What follows belongs to an exercise in optimizing a design on an open flow for small area, a short achievable clock period and few clock cycles; a production flow would make more cautious choices.
No functional check of the RTL was part of any run shown here.

$ cat flow/config.mk
export PLATFORM = sky130hd
export DESIGN_NAME = aes_core
export DESIGN_NICKNAME = aes_core
export VERILOG_FILES = /design/flow/design.v
export SDC_FILE = /design/flow/constraint.sdc
export NUM_CORES = 8
export LEC_CHECK = 0
export CAP_MARGIN = 30
export CORE_MARGIN = 2
export CORE_UTILIZATION = 55
export CTS_CLUSTER_DIAMETER = 100
export CTS_CLUSTER_SIZE = 20
export SLEW_MARGIN = 30
export TNS_END_PERCENT = 10
$ cat flow/constraint.sdc
create_clock -name core_clock -period 11.5 [get_ports {clk}]
set_input_delay 2.3000 -clock core_clock [delete_from_list [all_inputs] [get_ports {clk}]]
set_output_delay 2.3000 -clock core_clock [all_outputs]
set_load 0.01 [all_outputs]
$ cat flow/design.v
module sbox_a (
    input  wire [7:0]  x,
    output wire [11:0] y      
);
    wire [7:0] e;
    assign e[0] = x[0] ^ x[2] ^ x[5] ^ x[7];
    assign e[1] = x[2] ^ x[5] ^ x[6] ^ x[7];
    assign e[2] = x[2];
    assign e[3] = x[3] ^ x[4];
    assign e[4] = x[1] ^ x[5] ^ x[7];
    assign e[5] = x[2] ^ x[3];
    assign e[6] = x[1] ^ x[4] ^ x[6] ^ x[7];
    assign e[7] = x[5] ^ x[7];
    wire [3:0] h = e[7:4], l = e[3:0];
    wire [6:0] q;
    assign q[0] = (h[0] & l[0]);
    assign q[1] = (h[0] & l[1]) ^ (h[1] & l[0]);
    assign q[2] = (h[0] & l[2]) ^ (h[1] & l[1]) ^ (h[2] & l[0]);
    assign q[3] = (h[0] & l[3]) ^ (h[1] & l[2]) ^ (h[2] & l[1]) ^ (h[3] & l[0]);
    assign q[4] = (h[1] & l[3]) ^ (h[2] & l[2]) ^ (h[3] & l[1]);
    assign q[5] = (h[2] & l[3]) ^ (h[3] & l[2]);
    assign q[6] = (h[3] & l[3]);
    wire [3:0] p = {q[3] ^ q[6], q[2] ^ q[5] ^ q[6], q[1] ^ q[4] ^ q[5], q[0] ^ q[4]};
    wire [3:0] d;
    assign d[0] = p[0] ^ h[2] ^ h[3] ^ l[0] ^ l[2];
    assign d[1] = p[1] ^ h[0] ^ h[1] ^ l[2];
    assign d[2] = p[2] ^ h[1] ^ h[2] ^ l[1] ^ l[3];
    assign d[3] = p[3] ^ h[0] ^ h[1] ^ h[2] ^ l[3];
    assign y = {h, h ^ l, d};
endmodule
module sbox_i (
    input  wire [11:0] x,     
    output wire [11:0] y      
);
    wire [3:0] d = x[3:0];
    wire [3:0] di;
    assign di[0] = (d[0]) ^ (d[1]) ^ (d[2]) ^ (d[0] & d[2]) ^ (d[1] & d[2]) ^ (d[0] & d[1] & d[2]) ^ (d[3]) ^ (d[1] & d[2] & d[3]);
    assign di[1] = (d[0] & d[1]) ^ (d[0] & d[2]) ^ (d[1] & d[2]) ^ (d[3]) ^ (d[1] & d[3]) ^ (d[0] & d[1] & d[3]);
    assign di[2] = (d[0] & d[1]) ^ (d[2]) ^ (d[0] & d[2]) ^ (d[3]) ^ (d[0] & d[3]) ^ (d[0] & d[2] & d[3]);
    assign di[3] = (d[1]) ^ (d[2]) ^ (d[3]) ^ (d[0] & d[3]) ^ (d[1] & d[3]) ^ (d[2] & d[3]) ^ (d[1] & d[2] & d[3]);
    assign y = {x[11:4], di};
endmodule
module sbox_m (
    input  wire [11:0] x,     
    output wire [7:0]  y      
);
    wire [3:0] h = x[11:8], hl = x[7:4], di = x[3:0];
    function automatic [3:0] gmul(input [3:0] a, input [3:0] b);
        reg [6:0] q;
        integer i;
        begin
            q = 7'd0;
            for (i = 0; i < 4; i = i + 1)
                if (b[i]) q = q ^ ({3'd0, a} << i);
            gmul = {q[3] ^ q[6], q[2] ^ q[5] ^ q[6], q[1] ^ q[4] ^ q[5], q[0] ^ q[4]};
        end
    endfunction
    assign y = {gmul(h, di), gmul(hl, di)};
endmodule
module sbox_c (
    input  wire [7:0] x,      
    output wire [7:0] y       
);
    assign y[0] = ~(x[0] ^ x[1] ^ x[2] ^ x[3] ^ x[5] ^ x[7]);
    assign y[1] = ~(x[0] ^ x[1] ^ x[4]);
    assign y[2] = (x[0] ^ x[2] ^ x[3] ^ x[5] ^ x[6] ^ x[7]);
    assign y[3] = (x[0] ^ x[1] ^ x[2] ^ x[3] ^ x[6]);
    assign y[4] = (x[0] ^ x[3] ^ x[4]);
    assign y[5] = ~(x[1] ^ x[2] ^ x[5] ^ x[6]);
    assign y[6] = ~(x[4] ^ x[5] ^ x[6]);
    assign y[7] = (x[1] ^ x[2] ^ x[3]);
endmodule
module aes_core (
    input  wire         clk,
    input  wire         rst,
    input  wire         in_valid,
    output reg          in_ready,
    input  wire         in_aes256,
    input  wire [255:0] in_key,
    input  wire [127:0] in_block,
    output reg          out_valid,
    output reg  [127:0] out_block
);
    reg  [4:0]   t;                 
    reg  [3:0]   w;                 
    reg          m256;              
    reg          vb;                
    reg          lda;               
    reg          lds;               
    reg  [15:0]  eq16;              
    reg          eqv;               
    reg  [127:0] s0;                
    reg  [191:0] s1;                
    reg  [127:0] kp, kq;
    reg  [47:0]  ks;                
    wire [4:0] t_fin = m256 ? 5'd28 : 5'd20;               
    wire [4:0] t_end = vb ? t_fin + 5'd1 : t_fin;
    wire       done  = t == t_end;                        
    wire [127:0] x = s0 ^ kp;
    wire [191:0] s1_d;
    genvar g;
    generate
        for (g = 0; g < 16; g = g + 1) begin : g_s1
            wire [11:0] p;
            sbox_a u_a (.x(x[127-8*g -: 8]), .y(p));
            sbox_i u_i (.x(p), .y(s1_d[191-12*g -: 12]));
        end
    endgenerate
    wire [47:0] ks_d;
    generate
        for (g = 0; g < 4; g = g + 1) begin : g_k1
            wire [11:0] p;
            sbox_a u_a (.x(kp[31-8*g -: 8]), .y(p));
            sbox_i u_i (.x(p), .y(ks_d[47-12*g -: 12]));
        end
    endgenerate
    wire [127:0] sb;
    generate
        for (g = 0; g < 16; g = g + 1) begin : g_s2
            wire [7:0] q;
            sbox_m u_m (.x(s1[191-12*g -: 12]), .y(q));
            sbox_c u_c (.x(q), .y(sb[127-8*g -: 8]));
        end
    endgenerate
    wire [127:0] shifted;
    generate
        for (g = 0; g < 16; g = g + 1) begin : g_shift
            localparam integer R = g % 4;
            localparam integer C = g / 4;
            localparam integer SRC = R + 4 * ((C + R) % 4);
            assign shifted[127-8*g -: 8] = sb[127-8*SRC -: 8];
        end
    endgenerate
    function automatic [7:0] xtime(input [7:0] v);
        xtime = {v[6:0], 1'b0} ^ (v[7] ? 8'h1B : 8'h00);
    endfunction
    wire [127:0] mixed;
    generate
        for (g = 0; g < 4; g = g + 1) begin : g_mix
            wire [7:0] a0 = shifted[127-32*g -: 8];
            wire [7:0] a1 = shifted[119-32*g -: 8];
            wire [7:0] a2 = shifted[111-32*g -: 8];
            wire [7:0] a3 = shifted[103-32*g -: 8];
            assign mixed[127-32*g -: 8] = xtime(a0) ^ (xtime(a1) ^ a1) ^ a2 ^ a3;
            assign mixed[119-32*g -: 8] = a0 ^ xtime(a1) ^ (xtime(a2) ^ a2) ^ a3;
            assign mixed[111-32*g -: 8] = a0 ^ a1 ^ xtime(a2) ^ (xtime(a3) ^ a3);
            assign mixed[103-32*g -: 8] = (xtime(a0) ^ a0) ^ a1 ^ a2 ^ xtime(a3);
        end
    endgenerate
    wire [31:0] kb;
    generate
        for (g = 0; g < 4; g = g + 1) begin : g_k2
            wire [7:0] q;
            sbox_m u_m (.x(ks[47-12*g -: 12]), .y(q));
            sbox_c u_c (.x(q), .y(kb[31-8*g -: 8]));
        end
    endgenerate
    wire        rot  = ~m256 | w[0];
    wire [31:0] ksub = rot ? {kb[23:0], kb[31:24]} : kb;
    reg [7:0] rcon;
    always @(*) begin
        case (m256 ? {1'b0, w[3:1]} : w)
            4'd0: rcon = 8'h01;
            4'd1: rcon = 8'h02;
            4'd2: rcon = 8'h04;
            4'd3: rcon = 8'h08;
            4'd4: rcon = 8'h10;
            4'd5: rcon = 8'h20;
            4'd6: rcon = 8'h40;
            4'd7: rcon = 8'h80;
            4'd8: rcon = 8'h1b;
            4'd9: rcon = 8'h36;
            default: rcon = 8'h00;
        endcase
    end
    wire         use_rcon = ~m256 | w[0];
    wire [31:0]  tw   = ksub ^ {(use_rcon ? rcon : 8'h00), 24'd0};
    wire [127:0] base = m256 ? kq : kp;     
    wire [31:0]  e0   = base[127:96] ^ tw;
    wire [31:0]  e1   = base[95:64]  ^ e0;
    wire [31:0]  e2   = base[63:32]  ^ e1;
    wire [31:0]  e3   = base[31:0]   ^ e2;
    wire [127:0] e    = {e0, e1, e2, e3};
    wire take   = in_valid & in_ready & ~rst;
    wire take_a = in_valid & lda & ~rst;          
    wire take_b = take & ~lda;                    
    wire [255:0] kdiff = in_key ^ {kp, kq};
    wire [15:0]  eq16_d;
    generate
        for (g = 0; g < 16; g = g + 1) begin : g_eq
            if (g < 8) begin : g_lo
                assign eq16_d[g] = ~|kdiff[16*g+15 -: 16] | ~m256;
            end else begin : g_hi
                assign eq16_d[g] = ~|kdiff[16*g+15 -: 16];
            end
        end
    endgenerate
    wire [4:0] t_nt   = (t == 5'd0 | done) ? 5'd0 : t + 5'd1;
    wire       lda_nt = (t_nt == 5'd0) | (t_nt == t_end);
    wire [4:0] t_n    = take_a ? 5'd1 : t_nt;
    wire       vb_n   = ~take_a & (vb | (take_b & (t == 5'd3)));
    wire       lda_n  = ~take_a & lda_nt;
    wire       ldb_n  = in_valid & eqv & (&eq16) & (t == 5'd2);
    always @(posedge clk) begin
        s1 <= s1_d;
        ks <= ks_d;
        s0 <= lds ? in_block : mixed;
        lds <= lda_nt | (t == 5'd0);
        eq16 <= eq16_d;
        out_block <= shifted ^ (t[0] ? kp : e);
        if (lda) begin
            m256 <= in_aes256;
            kp   <= in_key[255:128];
            kq   <= in_key[127:0];
            w    <= 4'd0;
        end else if (!t[0]) begin
            kq <= kp;
            kp <= (m256 && w == 4'd0) ? kq : e;
            w  <= w + 4'd1;
        end
        if (rst) begin
            t         <= 5'd0;
            vb        <= 1'b0;
            out_valid <= 1'b0;
            in_ready  <= 1'b0;
            lda       <= 1'b0;
            eqv       <= 1'b0;
        end else begin
            eqv       <= in_valid & (in_aes256 == m256) & (t == 5'd1);
            t         <= t_n;
            vb        <= vb_n;
            out_valid <= (t != 5'd0) & ((t == t_fin) | (vb & t == t_fin + 5'd1));
            lda       <= lda_n;
            in_ready  <= lda_n | ldb_n;
        end
    end
endmodule
$ cat flow/flow/run.sh
#!/bin/bash
# Layout flow: the standard flow with three changes to how the layout is
# made (the design, constraints and checks are unchanged):
#  - synthesis is the standard flow's own synthesis script, except that ABC maps the
#    logic with flow/abc.script (area-oriented mapping, no buffering or
#    sizing: the placer's repair does that with real wire loads). Registers
#    are mapped before ABC runs, so they are the standard synthesis's.
#  - repair_timing aims for 8.35 ns of setup slack beyond the constraint;
#  - the port buffers are buf_2 cells.
set -e
here=$PWD
{
  echo 'proc abc {args} {'
  echo '  set i [lsearch -exact $args -script]'
  echo "  if {\$i >= 0} { lset args [expr {\$i + 1}] $here/flow/abc.script }"
  echo '  yosys abc {*}$args'
  echo '}'
  cat synth_recipe.tcl
} > my_synth.tcl
args=(SYNTH_SCRIPT=$here/my_synth.tcl SETUP_SLACK_MARGIN=8.35
      "BUFFER_PORTS_ARGS=-buffer_cell sky130_fd_sc_hd__buf_2")
bash standard.sh synth "${args[@]}" > synth.log 2>&1
bash standard.sh finish "${args[@]}" > standard.log 2>&1
$ cat flow/flow/abc.script
&get -n
&st
&synch2
&dch
&nf -R 1000
&put
$ cat flow/standard.sh
#!/bin/bash
# synth_recipe.tcl (not shown) runs the flow's synth.tcl, then flattens the netlist and writes it again
# the make line also repeats each setting of config.mk as NAME=value (left out here)
make -C /OpenROAD-flow-scripts/flow DESIGN_CONFIG=/design/flow/config.mk WORK_HOME=/design/flow/orfs CLKGATE_MAP_FILE= SYNTH_SCRIPT=/design/flow/synth_recipe.tcl "${@:-finish}"
==> results of run 1 <==
## cells by family after synthesis
family / Yosys count
mux: 369
simple gates: 1560
xor+xnor: 2782
compound gates: 601
buf+inv: 195
fa+ha+maj: 166
flops: 784
## layout by cell type (no fill, tap or decap), types with 112 or more instances in the layout
master / n
xnor2_1: 1224
o21ai_0: 250
mux2i_1: 184
nand2_1: 1071
xor2_2: 186
xnor2_4: 127
xor2_1: 729
nor2_1: 264
edfxtp_1: 257
dfxtp_1: 406
a21oi_1: 165
xnor2_2: 441
buf_2: 513
mux2_1: 163
clkinv_1: 112
buf_4: 678
## through the flow
stage / hold slack [ns] / instances
2_1_floorplan: 0.4820 / 6457
3_3_place_gp: 0.5190 / 8435
3_5_place_dp: 0.5148 / 8436
4_1_cts: 0.5269 / 8953
5_1_grt: 0.5681 / 9245
6_report: 0.5295 / 9246
## metal layers
layer,GRT usage [%],vias up
li1,-,23610
met1,49.21,25230
met2,61.79,2621
met3,5.541,579
met4,20.86,4
met5,0,-
## registers in the layout (all words and copies together), names as in the netlist, 4 cells and up
signal and cells:
s1 192, kp 128, kq 128, out_block 128, s0 128, ks 48
eq16 16, t 5, w 4
## layout make-up
class | count | area, um2 | area share (%)
Antenna cell | 2 | 5.005 | 0.006140
Clock buffer | 77 | 1384 | 1.698
Clock inverter | 9 | 107.6 | 0.1320
Inverter | 195 | 802.0 | 0.9840
Multi-Input combinational cell | 5481 | 49740 | 61.02
Sequential cell | 784 | 18530 | 22.74
Tap cell | 1403 | 1755 | 2.154
Timing Repair Buffer | 1295 | 9181 | 11.26
## worst register-to-register path, cell delays in order, from the launching register on
cell and delay (ns):
dfxtp_4 0.39, nand2_2 0.07, xor2_2 0.18, xnor2_2 0.25, xor2_1 0.29, xnor2_2 0.23, xor2_4 0.23, xnor2_2 0.13
mux2_4 0.37, xnor2_4 0.18, buf_12 0.16, xnor2_4 0.32, buf_4 0.18, nor2_1 0.05, a211oi_1 0.30, a21oi_1 0.07
## path summary, 6_finish.rpt
path / end / slack, ns / cells past startpoint
setup / recovery: kp[40]$_DFFE_PP_ / 7.87 / 15
hold / removal: out_valid$_SDFF_PP0_ / 0.53 / 2
setup reg to reg: kp[40]$_DFFE_PP_ / 7.87 / 15
hold reg to reg: out_valid$_SDFF_PP0_ / 0.53 / 2
## repair_timing
| action | in CTS | in global routing |
|---|---|---|
| pin swaps | 397 | 425 |
| buffers inserted | 428 | 289 |
| setup endpoints to repair | 708 | 608 |
| gates resized for setup | 918 | 670 |
| cloned | 3 | 1 |
==> metrics.csv, run 1 <==
stage,metric,value,unit
placed_design,place_area,64110,um2
drt,drt_first_pass_iters,6,
drt,drt-wirelength-per-cell,24.68,um
global_routing,grt_pass1_vias,48470,
cells_and_area,nNetsFinal,8359,
floorplanning,die_area,110200,um2
logic_synthesis,synth.most_common_cell,xnor2_1,
run_status,status,"complete, no violations",
placed_design,gp_congestion,0.9584,
global_routing,grt_usage,38.17,%
critical_path,cp-end-kind,flip-flop,
drt,viasPerCell,5.629,
cells_and_area,final_area,81510,um2
clock_tree,cts_max_path_buffers,3,
placed_design,io_buffers,517,
clock_tree,clk_latency,0.69,ns
placed_design,dp_hpwl,162100,um
clock_tree,cts_max_level,2,
logic_synthesis,synth_compound_area_share,5.721,%
sta,skew,0.02727,ns
clock_tree,cts_tree,built,
clock_tree,cts.sinks,784,
sta,worst_pin_slew,1.077,ns
logic_synthesis,synth.top_cell.area_share,26.53,%
logic_synthesis,ys_seq_elements,784,
cells_and_area,area_growth,37.77,%
drt,first_iter_violations,5151,
critical_path,path_cells,nand2_2 -> xor2_2 -> xnor2_2 -> xor2_1 -> xnor2_2 -> xor2_4 -> xnor2_2 -> mux2_4 -> xnor2_4 -> buf_12 -> xnor2_4 -> buf_4 -> nor2_1 -> a211oi_1 -> a21oi_1,
critical_path,crit_required,11.92,ns
critical_path,startpoint_type,flip-flop,
sta,fmax,275.3,MHz
drt,wl_met2,105500,um
global_routing,grt_antenna_before_repair,7,
logic_synthesis,synthArstFlopShare,0,%
critical_path,path_buf_inv,2,
logic_synthesis,synthMuxAreaShare,6.600,%
global_routing,grt_pass1_wl,314500,um
sta,layout_worst_path_cycle_share,31.58,%
global_routing,gr-total-overflow,0,
clock_tree,path_clk_slew,0.09,ns
floorplanning,die_w,332.0,um
logic_synthesis,synth_edf_count,257,
critical_path,worstPathArrival,4.05,ns
floorplanning,die_h,332.0,um
sta,fin_setup_tns,0,ns
sta,final.setup.worst_slack,7.868,ns
drt,wl_met1,87960,um
logic_synthesis,synth_fa_ha_area_share,3.764,%
global_routing,grt_start_max_net_pins,89,
logic_synthesis,yosys.area_share.simple,10.62,%
sta,slew_violations,0,
clock_tree,cts_hold_buf,0,
logic_synthesis,netlist_area,59160,um2
floorplanning,fp.coreArea,106900,um2
critical_path,r2r-start,ks[2]$_DFF_P_,
sta,relSlewSlack,27.66,%
logic_synthesis,ys_top_cells_by_area,"xnor2_1 (27%), dfxtp_1 (18%), xor2_1 (15%)",
sta,setup-violations-final,0,
drt,drtAntennaViolNets,0,
sta,hold_viol_final,0,
logic_synthesis,netlist_top_cells_count,"xnor2_1 (1792), nand2_1 (1092), xor2_1 (990)",
floorplanning,io_pins,518,
logic_synthesis,ys_seq_area_share,30.88,%
drt,dr_wl_met3,19000,um
logic_synthesis,synth_top_family_by_area,XOR/XNOR gates,
drt,top_layer,met5,
floorplanning,num_rows,120,
logic_synthesis,synthXorXnorAreaFrac,41.18,%
sta,rsz0062_at_grt,true,
clock_tree,cts_root_buf,clkbuf_16,
drt,drt_wl_total,228200,um
critical_path,crit_fanout,6,
cells_and_area,fillers,7366,
floorplanning,initial_core_util,55.34,%
critical_path,crit_path_start,ks[2]$_DFF_P_,
critical_path,slowest_stage,dfxtp_4,
drt,drc,0,
critical_path,worst_path_most_repeated_cell,xnor2_2,
sta,min_period,3.632,ns
logic_synthesis,syn_nets,7011,
critical_path,crit_family,XOR/XNOR gates,
hold_path,hp-class,flip-flop to flip-flop,
logic_synthesis,ys.flop_type,dfxtp_1,
logic_synthesis,ys_warn_count,2,
logic_synthesis,ys_types,44,
clock_tree,cts_buffers,48,
hold_path,min_from,t[4]$_SDFF_PP0_,
logic_synthesis,synthCells,6457,
drt,dr_total_vias,52040,
job,cap_violations,0,
critical_path,slowest_delay,0.39,ns
cells_and_area,utilization,76.25,%
placed_design,post-place-ws,6.623,ns
logic_synthesis,synth_area_leader_cell,xnor2_1,
cells_and_area,drive_above_1_share,32.61,%
critical_path,worst-setup-path-type,flip-flop to flip-flop,
logic_synthesis,avgSynthCellArea,9.163,um2
==> run 2: changes to the inputs <==
--- a/flow/flow/run.sh
+++ b/flow/flow/run.sh
@@ -6,5 +6,5 @@
 #    sizing: the placer's repair does that with real wire loads). Registers
 #    are mapped before ABC runs, so they are the standard synthesis's.
-#  - repair_timing aims for 8.35 ns of setup slack beyond the constraint;
+#  - repair_timing aims for 7.6 ns of setup slack beyond the constraint;
 #  - the port buffers are buf_2 cells.
 set -e
@@ -18,5 +18,5 @@
   cat synth_recipe.tcl
 } > my_synth.tcl
-args=(SYNTH_SCRIPT=$here/my_synth.tcl SETUP_SLACK_MARGIN=8.35
+args=(SYNTH_SCRIPT=$here/my_synth.tcl SETUP_SLACK_MARGIN=7.6
       "BUFFER_PORTS_ARGS=-buffer_cell sky130_fd_sc_hd__buf_2")
 bash standard.sh synth "${args[@]}" > synth.log 2>&1
==> run 2 against run 1 <==
  * Still clean on timing, DRC and antenna
  * Synthesized area did not move
  * Synthesized cell count is the same
  * Register-to-register slack got worse by 0.48 ns
  * Sequential cell count did not move
  * Final cell count is 5.7% lower
  * Non-clock buffer count fell by 521
  * Critical path depth decreased by 5
  * First-iteration DRC count down 3.7%
  * Wire length decreased by 9.5%
  * Critical endpoint is now kp[14]$_DFFE_PP_
  * Highest routed layer unchanged
==> metrics.csv, run 2 <==
stage,metric,value,unit,change
run_status,status,"complete, no violations",,unchanged
cells_and_area,diodes,0,,was 2
clock_tree,cts_max_path_buffers,3,,unchanged
logic_synthesis,synth_area_leader_cell,xnor2_1,,unchanged
sta,skew,0.03069,ns,was 0.02727 ns
sta,fmax,243.3,MHz,was 275.3 MHz
global_routing,gr-total-overflow,0,,unchanged
placed_design,place_area,64110,um2,unchanged
logic_synthesis,synthArstFlopShare,0,%,unchanged
cells_and_area,area_growth,18.56,%,was 37.77%
global_routing,grt_pass1_wl,295800,um,was 314500 um
logic_synthesis,ys_seq_area_share,30.88,%,unchanged
global_routing,grt_usage,35.87,%,was 38.17%
logic_synthesis,ys_top_cells_by_area,"xnor2_1 (27%), dfxtp_1 (18%), xor2_1 (15%)",,unchanged
sta,layout_worst_path_cycle_share,35.74,%,was 31.58%
global_routing,grt_pass1_vias,45050,,was 48470
drt,drtAntennaViolNets,0,,unchanged
cells_and_area,regMostFlops,s1,,unchanged
hold_path,min_from,t[4]$_SDFF_PP0_,,unchanged
clock_tree,cts_buffers,48,,unchanged
cells_and_area,final_area,70140,um2,was 81510 um2
critical_path,path_cells,clkinv_1 -> nand2_8 -> mux2i_2 -> xor2_1 -> xnor2_1 -> xnor2_2 -> xnor2_1 -> nor2_1 -> a211oi_1 -> a21oi_1,,was nand2_2 -> xor2_2 -> xnor2_2 -> xor2_1 -> xnor2_2 -> xor2_4 -> xnor2_2 -> mux2_4 -> xnor2_4 -> buf_12 -> xnor2_4 -> buf_4 -> nor2_1 -> a211oi_1 -> a21oi_1
floorplanning,num_rows,120,,unchanged
global_routing,grt_start_max_net_pins,89,,unchanged
logic_synthesis,avgSynthCellArea,9.163,um2,unchanged
clock_tree,cts_tree,built,,unchanged
logic_synthesis,ys_warn_count,2,,unchanged
sta,fin_setup_tns,0,ns,unchanged
critical_path,cp-end-kind,flip-flop,,unchanged
floorplanning,initial_core_util,55.34,%,unchanged
drt,drt_first_pass_iters,8,,was 6
sta,setup-violations-final,0,,unchanged
drt,drt-wirelength-per-cell,23.69,um,was 24.68 um
logic_synthesis,yosys.area_share.simple,10.62,%,unchanged
floorplanning,die_w,332.0,um,unchanged
critical_path,r2r_slack,7.39,ns,was 7.87 ns
sta,relSlewSlack,25.80,%,was 27.66%
critical_path,slowest_delay,0.58,ns,was 0.39 ns
drt,first_iter_violations,4961,,was 5151
logic_synthesis,netlist_area,59160,um2,unchanged
placed_design,gp_congestion,0.9584,,unchanged
sta,worst_pin_slew,1.109,ns,was 1.077 ns
sta,rsz0062_at_grt,true,,unchanged
clock_tree,clk_latency,0.68,ns,was 0.69 ns
floorplanning,fp.coreArea,106900,um2,unchanged
logic_synthesis,syn_nets,7011,,unchanged
clock_tree,cts.sinks,784,,unchanged
sta,final.setup.worst_slack,7.390,ns,was 7.868 ns
drt,dr_total_vias,48080,,was 52040
logic_synthesis,synthXorXnorAreaFrac,41.18,%,unchanged
cells_and_area,most-common-layout-cells,"xnor2_1 (1577), nand2_1 (1091), xor2_1 (896)",,"was xnor2_1 (1224), nand2_1 (1071), xor2_1 (729)"
placed_design,post-place-ws,6.623,ns,unchanged
critical_path,crit_fanout,54,,was 6
critical_path,worstPathArrival,4.49,ns,was 4.05 ns
cells_and_area,mostFrequentLayoutCell,xnor2_1,,unchanged
logic_synthesis,synth_edf_count,257,,unchanged
critical_path,path_buf_inv,1,,was 2
cells_and_area,largest_reg_flops,192,,unchanged
clock_tree,path_clk_slew,0.09,ns,about the same
logic_synthesis,synthMuxAreaShare,6.600,%,unchanged
floorplanning,die_h,332.0,um,unchanged
floorplanning,die_area,110200,um2,unchanged
critical_path,worst_path_most_repeated_cell,xnor2_1,,was xnor2_2
critical_path,r2r-start,w[0]$_SDFFE_PP0N_,,was ks[2]$_DFF_P_
cells_and_area,nNetsFinal,7835,,was 8359
placed_design,dp_hpwl,162100,um,unchanged
hold_path,min_path_cells,2,,unchanged
sta,hold_viol_final,0,,unchanged
logic_synthesis,ys_seq_elements,784,,unchanged
critical_path,crit_family,XOR/XNOR gates,,unchanged
logic_synthesis,synth.top_cell.area_share,26.53,%,unchanged
drt,drc,0,,unchanged
critical_path,slowest_stage,dfxtp_1,,was dfxtp_4
cells_and_area,drive_above_1_share,16.11,%,was 32.61%
hold_path,hold_end,out_valid$_SDFF_PP0_,,unchanged
sta,slew_violations,0,,unchanged
logic_synthesis,synth_compound_area_share,5.721,%,unchanged
logic_synthesis,ys.flop_type,dfxtp_1,,unchanged
job,cap_violations,0,,unchanged
logic_synthesis,synth_top_family_by_area,XOR/XNOR gates,,unchanged
logic_synthesis,synth_fa_ha_area_share,3.764,%,unchanged
placed_design,io_buffers,517,,unchanged
cells_and_area,utilization,65.61,%,was 76.25%
clock_tree,cts_root_buf,clkbuf_16,,unchanged
logic_synthesis,ys_types,44,,unchanged
global_routing,grt_antenna_before_repair,10,,was 7
floorplanning,io_pins,518,,unchanged
critical_path,worst-setup-path-type,flip-flop to flip-flop,,unchanged
hold_path,hp-class,flip-flop to flip-flop,,unchanged
drt,drt_wl_total,206600,um,was 228200 um
critical_path,crit_required,11.88,ns,was 11.92 ns
logic_synthesis,netlist_top_cells_count,"xnor2_1 (1792), nand2_1 (1092), xor2_1 (990)",,unchanged
logic_synthesis,synthCells,6457,,unchanged
critical_path,reg2reg_to,kp[14]$_DFFE_PP_,,was kp[40]$_DFFE_PP_
clock_tree,cts_max_level,2,,unchanged
critical_path,startpoint_type,flip-flop,,unchanged
sta,min_period,4.110,ns,was 3.632 ns
logic_synthesis,synth.most_common_cell,xnor2_1,,unchanged
drt,viasPerCell,5.513,,was 5.629
critical_path,reg2regPathDepth,10,,was 15
==> run 2: changes by cell type in the layout (fill, tap and decap cells not counted), sizes merged <==
cell      previous run  this run
nand2             1093      1092
clkinv             149       191
bufbuf               1         0
buf               1294       773
nand2b              16        15
inv                 52        11
and3                 4         3
diode                2         0
clkbuf              77        78
clkinvlp             2         1
==> run 2: final cells by class <==
type	instances	area [um2]
sequential	784	18290
inverter	195	737.0
multi-input combinational	5478	43200
fill	9147	36760
clock buffer	77	1384
clock inverter	9	107.6
tap	1403	1755
timing repair buffer	774	4668
==> run 2: how the worst max path moves through the flow <==
stage                                 start               end  slack, ns  cells after the start
after floorplan              lda$_SDFF_PP0_   kp[0]$_DFFE_PP_       2.28                      1
after global placement       ks[38]$_DFF_P_  kp[27]$_DFFE_PP_       6.49                     15
after detailed placement    kp[7]$_DFFE_PP_     s1[3]$_DFF_P_       6.62                     16
after CTS                  kp[39]$_DFFE_PP_    s1[51]$_DFF_P_       7.37                     15
after global routing      kp[109]$_DFFE_PP_   s1[156]$_DFF_P_       7.33                     13
final                     w[0]$_SDFFE_PP0N_  kp[14]$_DFFE_PP_       7.39                     10
==> run 2: kinds of logic after synthesis <==
group | after synthesis
buffers and inverters | 195
muxes | 369
and+or+nand+nor | 1560
xor gates and xnor gates | 2782
AOI/OAI and AO/OA | 601
DFF | 784
adders and majority gates | 166
==> run 2: worst min-delay path: cells and delay by family (launching register included) <==
kind | cells | cell delay [ns]
DFF | 1 | 0.34
and+or+nand+nor | 2 | 0.14
==> run 2: timing repair <==
action | CTS | global route
resized for setup | 187 | 205
hold buffers | 0 | 0
setup endpoints to repair | 276 | 283
buffers inserted | 32 | 165
pin swaps | 14 | 81
cloned | 0 | 1
==> run 2: metrics by stage <==
| stage | cells | hold slack (ns) |
|---|---|---|
| 3_3_place_gp | 8435 | 0.5190 |
| 4_1_cts | 8554 | 0.5269 |
| 6_report | 8720 | 0.5270 |
| 5_1_grt | 8720 | 0.5683 |
| 3_5_place_dp | 8436 | 0.5148 |
| 2_1_floorplan | 6457 | 0.4820 |
==> run 2: per-layer routing <==
metal / up-vias / track usage, % / routed length [um]
li1: 22640 / - / -
met2: 1983 / 57.62 / 94070
met3: 399 / 4.466 / 14970
met1: 23050 / 47.57 / 85370
met5: - / 0 / 23
met4: 2 / 18.07 / 12150
==> run 3: changes to the inputs <==
==> flow/flow/run.sh (replaced) <==
#!/bin/bash
# The standard layout (standard synthesis unchanged), with two changes to how
# it is made: repair_timing aims for 8.35 ns of setup slack beyond the
# constraint, and the port buffers are buf_2 cells.
bash standard.sh finish SETUP_SLACK_MARGIN=8.35 \
  "BUFFER_PORTS_ARGS=-buffer_cell sky130_fd_sc_hd__buf_2" > standard.log 2>&1
removed: flow/flow/abc.script
==> run 3 against run 2 <==
  * Cell area increased by 23%
  * Synthesized cell count rose by 15%
  * Global-route usage is 6.0 points higher
  * Count of clock-buffer cells in the layout grew 2
  * Hold slack improved by 0.021 ns
  * Non-clock buffer count grew 580
  * Critical path depth rose by 6
  * Critical endpoint is now s1[159]$_DFF_P_
==> metrics.csv, run 3 <==
stage,metric,value,unit,change
cells_and_area,multiInputGateArea,53830,um2,was 43200 um2
clock_tree,cts_max_level,2,,unchanged
sta,rsz0062_at_grt,true,,unchanged
critical_path,cp-end-kind,flip-flop,,unchanged
sta,min_period,3.905,ns,was 4.110 ns
critical_path,crit_required,12.08,ns,was 11.88 ns
placed_design,gp_congestion,0.9859,,was 0.9584
sta,relSlewSlack,21.43,%,was 25.80%
floorplanning,die_h,350.1,um,was 332.0 um
cells_and_area,mostFrequentLayoutCell,xnor2_1,,unchanged
sta,fmax,256.1,MHz,was 243.3 MHz
clock_tree,cts_tree,built,,unchanged
critical_path,worst-setup-path-type,flip-flop to flip-flop,,unchanged
drt,dr_total_vias,58800,,was 48080
logic_synthesis,ys_types,93,,was 44
logic_synthesis,synth.top_cell.area_share,26.08,%,was 26.53%
logic_synthesis,synth.most_common_cell,xnor2_1,,unchanged
drt,drt_first_pass_iters,6,,was 8
clock_tree,cts.sinks,784,,unchanged
logic_synthesis,netlist_area,65860,um2,was 59160 um2
floorplanning,die_w,350.1,um,was 332.0 um
sta,setup-violations-final,0,,unchanged
floorplanning,fp.coreArea,118400,um2,was 106900 um2
logic_synthesis,synthCells,7405,,was 6457
floorplanning,initial_core_util,55.63,%,was 55.34%
logic_synthesis,ys.flop_type,dfxtp_1,,unchanged
hold_path,hp-class,flip-flop to flip-flop,,unchanged
global_routing,grt_pass1_wl,370700,um,was 295800 um
cells_and_area,nNetsFinal,9012,,was 7835
clock_tree,path_clk_slew,0.10,ns,was 0.09 ns
global_routing,gr-total-overflow,0,,unchanged
job,cap_violations,0,,unchanged
drt,drc,0,,unchanged
logic_synthesis,synth_area_leader_cell,xnor2_1,,unchanged
critical_path,crit_fanout,7,,was 54
placed_design,io_buffers,517,,unchanged
sta,layout_worst_path_cycle_share,33.96,%,was 35.74%
critical_path,startpoint_type,flip-flop,,unchanged
placed_design,dp_hpwl,201600,um,was 162100 um
drt,drt_wl_total,275700,um,was 206600 um
clock_tree,cts_root_buf,clkbuf_16,,unchanged
cells_and_area,regMostFlops,s1,,unchanged
floorplanning,num_rows,126,,was 120
sta,hold_slack,0.5482,ns,was 0.5270 ns
clock_tree,cts_buffers,48,,unchanged
logic_synthesis,syn_nets,7959,,was 7011
cells_and_area,area_growth,31.29,%,was 18.56%
cells_and_area,seqCellArea,18520,um2,was 18290 um2
logic_synthesis,synth_edf_count,257,,unchanged
sta,fin_setup_tns,0,ns,unchanged
cells_and_area,drive_above_1_share,31.61,%,was 16.11%
drt,drtAntennaViolNets,0,,unchanged
critical_path,worstPathArrival,4.48,ns,was 4.49 ns
cells_and_area,utilization,73.04,%,was 65.61%
drt,viasPerCell,5.815,,was 5.513
cells_and_area,largest_reg_flops,192,,unchanged
clock_tree,clk_latency,0.72,ns,was 0.68 ns
drt,drt-wirelength-per-cell,27.26,um,was 23.69 um
logic_synthesis,ys_warn_count,2,,unchanged
drt,first_iter_violations,7015,,was 4961
logic_synthesis,avgSynthCellArea,8.895,um2,was 9.163 um2
run_status,status,"complete, no violations",,unchanged
clock_tree,cts_hold_buf,0,,unchanged
logic_synthesis,netlist_top_cells_count,"xnor2_1 (1961), nand2_1 (1078), xor2_1 (901)",,"was xnor2_1 (1792), nand2_1 (1092), xor2_1 (990)"
logic_synthesis,ys_seq_area_share,27.74,%,was 30.88%
logic_synthesis,ys_top_cells_by_area,"xnor2_1 (26%), dfxtp_1 (16%), xor2_1 (12%)",,"was xnor2_1 (27%), dfxtp_1 (18%), xor2_1 (15%)"
sta,slew_violations,0,,unchanged
floorplanning,die_area,122500,um2,was 110200 um2
sta,hold_viol_final,0,,unchanged
global_routing,grt_pass1_vias,53520,,was 45050
cells_and_area,most-common-layout-cells,"xnor2_1 (1468), nand2_1 (1057), xor2_1 (754)",,"was xnor2_1 (1577), nand2_1 (1091), xor2_1 (896)"
global_routing,grt_usage,41.89,%,was 35.87%
global_routing,grt_antenna_before_repair,26,,was 10
logic_synthesis,ys_seq_elements,784,,unchanged
clock_tree,cts_max_path_buffers,3,,unchanged
cells_and_area,fillers,8722,,was 9147
sta,skew,0.03247,ns,was 0.03069 ns
logic_synthesis,synthArstFlopShare,0,%,unchanged
global_routing,grt_start_max_net_pins,129,,was 89
sta,worst_pin_slew,1.170,ns,was 1.109 ns
floorplanning,io_pins,518,,unchanged
-- run 3: changes by cell type in the layout (fill, tap and decap cells not counted), sizes merged, moves of 29 or more --
cell / delta
o21ai: +88
mux2i: -30
clkinv: -189
xor2: -84
nand2b: +32
xnor2: +182
a22oi: +47
nor4: +29
nor2: +112
inv: +201
buf: +576
xnor3: +71
-- run 3: cell families (layout without fill, tap and decap cells) --
kind of cell / after synthesis / count (layout) / synth area share (%)
buffers and inverters: 558 / 1648 / 3.302
muxes: 345 / 345 / 5.619
DFF: 784 / 784 / 27.74
adders and majority gates: 166 / 166 / 3.381
and+or+nand+nor: 1799 / 1799 / 11.49
other: 0 / 15 / 0
AOI/OAI and AO/OA: 791 / 791 / 7.088
xor gates and xnor gates: 2962 / 2963 / 41.38
-- run 3: layout make-up --
cell class	instances	share of cell area (%)
repair buffers	1354	11.29
inverters	206	0.9116
diodes	15	0.04341
clock inverters	9	0.09405
flip-flops and latches	784	21.42
clock buffers	79	1.680
well taps	1600	2.315
multi-input cells	6064	62.25
-- run 3: path summary, 6_finish.rpt --
path	start	endpoint	slack, ns	cells past startpoint
setup / recovery	kp[109]$_DFFE_PP_	s1[159]$_DFF_P_	7.59	16
hold / removal	vb$_SDFF_PP0_	vb$_SDFF_PP0_	0.55	2
setup reg to reg	kp[109]$_DFFE_PP_	s1[159]$_DFF_P_	7.59	16
hold reg to reg	vb$_SDFF_PP0_	vb$_SDFF_PP0_	0.55	2
-- run 3: critical path, cell delays in order (launching register included) --
cell and delay, ns:
edfxtp_1 0.51, xnor2_4 0.34, buf_4 0.21, xor2_4 0.28
xor2_2 0.30, inv_1 0.12, ha_2 0.19, xnor2_1 0.17
xor2_1 0.20, xor2_1 0.26, xnor2_2 0.18, buf_4 0.19
xnor2_2 0.13, xor2_1 0.20, xnor2_1 0.16, nand2_1 0.13
xnor2_2 0.19
-- run 3: metrics by stage --
stage / instance area [um2] / setup WS (ns) / std cells
3_5_place_dp: 70390 / 6.513 / 9241
6_report: 86470 / 7.595 / 10110
2_1_floorplan: 66520 / 7.924 / 7405
3_3_place_gp: 70240 / 6.645 / 9241
5_1_grt: 86450 / 7.454 / 10100
4_1_cts: 78770 / 7.705 / 9674
-- run 3: per-layer routing --
layer  vias up  wire [um]  global-route usage [%]
li1      26110          -                       -
met4        24      22400                   26.51
met3       929      30540                   9.803
met5         -        171                       0
met2      3430     121800                   64.26
met1     28310     100700                   53.12
-- run 3: what timing repair did --
action | in CTS | in global routing
resized for setup | 679 | 701
endpoints found under the setup margin | 714 | 720
pin swaps | 248 | 400
buffers inserted | 342 | 421
gates cloned | 3 | 1

[separate check: timing with driven ports]
The flow's constraints put no driver on any port. The routed layouts listed below were extracted and timed again, unchanged, in two steps. Step 1 (the two cells are an assumption about what drives the block):
set clk [get_ports {clk}]
set_driving_cell -lib_cell sky130_fd_sc_hd__clkbuf_16 $clk
set_driving_cell -lib_cell sky130_fd_sc_hd__buf_2 [delete_from_list [all_inputs] $clk]
Step 2 times the ports against the registers' clock, not the clock port: input delays grow and output delays shrink by t, the midpoint of the rising clock arrivals with the driver on. a / b / c = no drivers / after step 1 / after step 2; a / b = the first two.
run | t, ns | setup slack, ns | worst setup path at the end | slew at the worst register clock pin (ns)
run 1 | 0.758 | 7.868 / 7.868 / 7.624 | input to register | 0.10 / 0.10
run 2 | 0.747 | 7.390 / 7.390 / 7.390 | register to register | 0.10 / 0.10
run 3 | 0.786 | 7.595 / 7.595 / 7.595 | register to register | 0.11 / 0.11
After both steps every run listed still meets setup and hold. For run 1, which loses most, drivers alone change the setup slack by 0.000 ns; drivers and shift together by -0.244 ns.
